Context: an optimization exercise on an open-source flow, tuned for small area, a short achievable clock period and few clock cycles per item. The choices shown serve that exercise and are no tape-out recipe. Function was checked by simulation only, so behaviour that the tests miss may differ from the original.

Setup of main:
==> flow/design.v (excerpt) <==
module aes_enc_core (
    input  wire         clk,
    input  wire         rst,         
    input  wire         in_valid,
    output wire         in_ready,
    input  wire         key_256,     
    input  wire [255:0] key,
    input  wire [127:0] block_in,
    output reg          out_valid,
    output wire [127:0] block_out
);
Size in the first run: roughly 1100 flip-flops.
==> flow/config.mk <==
export PLATFORM = sky130hd
export DESIGN_NAME = aes_enc_core
export DESIGN_NICKNAME = aes_enc_core
export VERILOG_FILES = /design/flow/design.v
export SDC_FILE = /design/flow/constraint.sdc
export NUM_CORES = 8
export LEC_CHECK = 0
export CAP_MARGIN = 20
export CORE_MARGIN = 2
export CORE_UTILIZATION = 65
export CTS_BUF_LIST = sky130_fd_sc_hd__clkbuf_4 sky130_fd_sc_hd__clkbuf_8
export PLACE_DENSITY = 0.75
export SETUP_SLACK_MARGIN = 5
export SLEW_MARGIN = 20
==> flow/constraint.sdc <==
create_clock -name core_clock -period 9.0 [get_ports {clk}]
set_input_delay 1.8000 -clock core_clock [delete_from_list [all_inputs] [get_ports {clk}]]
set_output_delay 1.8000 -clock core_clock [all_outputs]
set_load 0.01 [all_outputs]
standard.sh (not shown) runs the stock make flow with config.mk's settings and CLKGATE_MAP_FILE= SYNTH_SCRIPT=/design/flow/synth_recipe.tcl, a recipe that flattens the netlist after the stock synthesis.
==> flow/flow/run.sh <==
#!/bin/bash
# The standard layout (settings from config.mk), with the smallest buffer on every port.
set -euo pipefail
bash standard.sh "BUFFER_PORTS_ARGS=-buffer_cell sky130_fd_sc_hd__buf_1" finish > standard.log 2>&1
The flow did not stop early for main: all stages ran, and the layout cleared the timing, design-rule and antenna checks.
Testbench counts of main, summed over its fixed seeds: cycles 23,252, items 1,920.
Setup changes, main to the feature branch
==> flow/flow/run.sh <==
#!/bin/bash
set -euo pipefail
rm -rf scripts
cp -r "$FLOW_HOME/scripts" scripts
cat > scripts/abc_speed.script <<'EOT'
&get -n
&st
&dc2
&dch
&nf -R 1000
&put
buffer -c
topo
stime -c
upsize -c
dnsize -c
EOT
bash standard.sh SCRIPTS_DIR="$PWD/scripts" SETUP_SLACK_MARGIN=5.6 \
  "BUFFER_PORTS_ARGS=-buffer_cell sky130_fd_sc_hd__buf_1" \
  "CTS_ARGS=-sink_clustering_enable -repair_clock_nets -dont_use_dummy_load -sink_clustering_size 24 -sink_clustering_max_diameter 120" finish > standard.log 2>&1
==> flow/config.mk <==
export PLATFORM = sky130hd
export DESIGN_NAME = aes_enc_core
export DESIGN_NICKNAME = aes_enc_core
export VERILOG_FILES = /design/flow/design.v
export SDC_FILE = /design/flow/constraint.sdc
export NUM_CORES = 8
export LEC_CHECK = 0
export CAP_MARGIN = 20
export CORE_MARGIN = 2
export CORE_UTILIZATION = 60
export PLACE_DENSITY = 0.7
export SETUP_SLACK_MARGIN = 5
export SLEW_MARGIN = 20
## What came out
The feature branch vs. main: final wirelength went up by 5.6%.
Synthesized cell count in the feature branch vs main: down 3.3%

---

run 1:
aes_enc_core again, from the RTL that the note above started with.
==> flow/design.v (excerpt) <==
module aes_enc_core (
    input  wire         clk,
    input  wire         rst,         
    input  wire         in_valid,
    output wire         in_ready,
    input  wire         key_256,     
    input  wire [255:0] key,
    input  wire [127:0] block_in,
    output reg          out_valid,
    output wire [127:0] block_out
);
export LEC_CHECK = 0
export ABC_AREA = 1
export CAP_MARGIN = 20
export CORE_MARGIN = 2
export CORE_UTILIZATION = 60
export PLACE_DENSITY = 0.7
export SETUP_SLACK_MARGIN = 5
export SLEW_MARGIN = 20
create_clock -name core_clock -period 9.0 [get_ports {clk}]
==> flow/flow/run.sh <==
#!/bin/bash
# The standard layout (settings from config.mk), with the smallest buffer on every port.
set -euo pipefail
bash standard.sh SETUP_SLACK_MARGIN=5.45 "BUFFER_PORTS_ARGS=-buffer_cell sky130_fd_sc_hd__buf_1" finish > standard.log 2>&1
Run 1 went all the way through the flow, and no timing, DRC or antenna check failed.
Testbench counts of run 1, summed over its fixed seeds: cycles 23,252, items 1,920.
diff inputs: run 1 => run 2
==> flow/flow/run.sh <==
#!/bin/bash
set -euo pipefail
rm -rf scripts
cp -r "$FLOW_HOME/scripts" scripts
cat > scripts/abc_speed.script <<'EOT'
&get -n
&st
&dch
&nf
&put
topo
stime -c
buffer -c
upsize -c
dnsize -c
EOT
bash standard.sh SCRIPTS_DIR="$PWD/scripts" SETUP_SLACK_MARGIN=5.45 \
  "BUFFER_PORTS_ARGS=-buffer_cell sky130_fd_sc_hd__buf_1" \
  "CTS_ARGS=-sink_clustering_enable -repair_clock_nets -dont_use_dummy_load" finish > standard.log 2>&1
-- flow/config.mk --
<<< run 1, line 6
export NUM_CORES = 8
export LEC_CHECK = 0
export ABC_AREA = 1
export CAP_MARGIN = 20
export CORE_MARGIN = 2
>>> run 2, line 6
export NUM_CORES = 8
export LEC_CHECK = 0
export CAP_MARGIN = 20
export CORE_MARGIN = 2
Results
- Going from run 1 to run 2, complex-gate fraction of the synthesized area shows an increase of 5.1 points; area after synthesis shows a reduction of 22%.
- Cell count came out lower on run 2 than on run 1.
- Across both runs, area of the die was lower for run 2 than for run 1.
The inputs of run 3 differ from those of run 2 as listed below.
==> flow/flow/run.sh <==
#!/bin/bash
set -euo pipefail
rm -rf scripts
cp -r "$FLOW_HOME/scripts" scripts
cat > scripts/abc_speed.script <<'EOT'
&get -n
&st
&dch
&nf
&put
topo
stime -c
buffer -c
upsize -c
dnsize -c
EOT
bash standard.sh SCRIPTS_DIR="$PWD/scripts" SETUP_SLACK_MARGIN=5.75 \
  "BUFFER_PORTS_ARGS=-buffer_cell sky130_fd_sc_hd__buf_1" \
  "CTS_ARGS=-sink_clustering_enable -repair_clock_nets -dont_use_dummy_load" finish > standard.log 2>&1
Findings:
- Run 3 has slack of the worst reg-to-reg path above what run 2 had.
- Run 3: total via count in the routed design is 647 higher than what run 2 reported.
- Run 3 vs run 2: final clock period utilization by the worst path down in run 3
- Summary of run 3 over run 2: worst setup slack moved up; final hold slack fell by 0.0063 ns.
- NOTE: normalized max-slew margin in run 3 exceeds that of run 2
- Delta (run 3 minus run 2): met2 track utilization from global routing fell 1.8 points.
- Result: PASS for each of run 3 and run 2
#### Input delta (run 4 over run 3)
==> flow/flow/run.sh <==
#!/bin/bash
# The standard layout (settings from config.mk), with the smallest buffer on every port.
set -euo pipefail
bash standard.sh SETUP_SLACK_MARGIN=5.45 "BUFFER_PORTS_ARGS=-buffer_cell sky130_fd_sc_hd__buf_1" finish > standard.log 2>&1
--- outcome ---
All of run 3 and run 4 finish clean. Per the comparison of run 4 with run 3, number of buffers inserted by post-CTS setup repair now smaller, global routing met3 resource utilization decreased 0.83 points. From run 3 to run 4 the numbers moved as follows: via count grew by 2690; final wirelength grew by about 0.65%; share of the synthesized netlist area taken by xor and xnor gates shrank by 4.6 points. Run 3 and run 4 ended up with nearly the same initial core utilization. Summary of run 4 over run 3: non-clock buffer count dropped 9.6%, worst-case hold slack saw an increase, post-route cell area up 0.0039 mm2, net count of the finished layout now larger.
#### Input delta (run 5 over run 4)
==> flow/flow/run.sh <==
#!/bin/bash
set -euo pipefail
rm -rf scripts
cp -r "$FLOW_HOME/scripts" scripts
cat > scripts/abc_speed.script <<'EOT'
&get -n
&st
&dch
&nf
&put
topo
stime -c
buffer -c
upsize -c
dnsize -c
EOT
bash standard.sh SCRIPTS_DIR="$PWD/scripts" SETUP_SLACK_MARGIN=5.45 \
  "BUFFER_PORTS_ARGS=-buffer_cell sky130_fd_sc_hd__buf_1" \
  "CTS_ARGS=-sink_clustering_enable -repair_clock_nets -dont_use_dummy_load -buf_list sky130_fd_sc_hd__clkbuf_8" finish > standard.log 2>&1
## What came out
Worst-case hold slack (lower): run 5
Area added between synthesis and finish for run 5: 6.9 points down relative to run 4
Sort run 4 and run 5 by total clock buffers created by CTS, ascending, and run 4 comes first.
Run 4 vs run 5, end of the critical path: st1[42] vs out_q[28]
The fraction of the mapped netlist area in simple logic gates of run 5 exceeds that of run 4 by 1.0 points.
The following lists how run 6 was set up differently from run 5:
==> flow/flow/run.sh <==
#!/bin/bash
set -euo pipefail
rm -rf scripts
cp -r "$FLOW_HOME/scripts" scripts
cat > scripts/abc_speed.script <<'EOT'
&get -n
&st
&dc2
&dch -f
&nf -R 1000
&put
buffer -c
topo
stime -c
upsize -c
dnsize -c
EOT
bash standard.sh SCRIPTS_DIR="$PWD/scripts" SETUP_SLACK_MARGIN=5.6 \
  "BUFFER_PORTS_ARGS=-buffer_cell sky130_fd_sc_hd__buf_1" \
  "CTS_ARGS=-sink_clustering_enable -repair_clock_nets -dont_use_dummy_load -sink_clustering_size 24 -sink_clustering_max_diameter 120" finish > standard.log 2>&1
Max biggest fanout along the worst timing path across run 6 and run 5: run 5. Run 6: multi-input gate share of the layout cell area higher than run 5. The endpoint of the most critical setup path comes out out_q[28] in one run and st1[111] in the other, namely in run 5 and run 6 respectively. Number of library cell types mapped by synthesis up 1 in run 6 wrt run 5. On simple logic cell fraction of the synthesized area: between run 6 and run 5, it ends up higher for run 6. In run 6, number of antenna repair diodes is lower than in run 5. Taking run 5 as the reference, in run 6 sequential share of layout area fell 0.78 points; wire length rose about 6%; cell count after synthesis rose 1.1%; layout clock buffer count fell 71%.

## static timing again, ports no longer ideal
No port has a modelled driver above. Below, the same layouts with a new extraction and two added sets of constraints.
Step 1: set_driving_cell puts a clkbuf_16 on clk and a buf_2 on each other input, an assumption about the parent block.
Step 2 moves the port delays by t, midway between the first and last clock arrival at a register: inputs arrive t later, outputs are due t later. That takes back most of the time a late clock gives input paths.
Three values: ideal ports, drivers, drivers and shift; two values: the first two.
| run | t, ns | setup WS [ns] | hold WS [ns] | latest minus earliest clock arrival (ns) |
|---|---|---|---|---|
| main | 0.968 | 5.036 / 5.036 / 5.036 | 0.309 / 0.309 / 0.309 | 0.060 / 0.060 |
| the feature branch | 0.770 | 5.548 / 5.548 / 5.548 | 0.324 / 0.324 / 0.324 | 0.025 / 0.025 |
| run 1 | 0.861 | 5.480 / 5.388 / 5.556 | 0.308 / 0.308 / 0.308 | 0.058 / 0.059 |
| run 2 | 0.767 | 5.488 / 5.488 / 5.488 | 0.305 / 0.305 / 0.305 | 0.054 / 0.054 |
| run 3 | 0.764 | 5.746 / 5.704 / 5.746 | 0.298 / 0.298 / 0.298 | 0.059 / 0.059 |
| run 4 | 0.797 | 5.472 / 5.472 / 5.472 | 0.321 / 0.321 / 0.321 | 0.045 / 0.045 |
| run 5 | 0.903 | 5.506 / 5.464 / 5.506 | 0.304 / 0.304 / 0.304 | 0.109 / 0.109 |
| run 6 | 0.771 | 5.614 / 5.614 / 5.614 | 0.324 / 0.324 / 0.324 | 0.044 / 0.044 |
After both steps setup and hold are still met in every run listed.
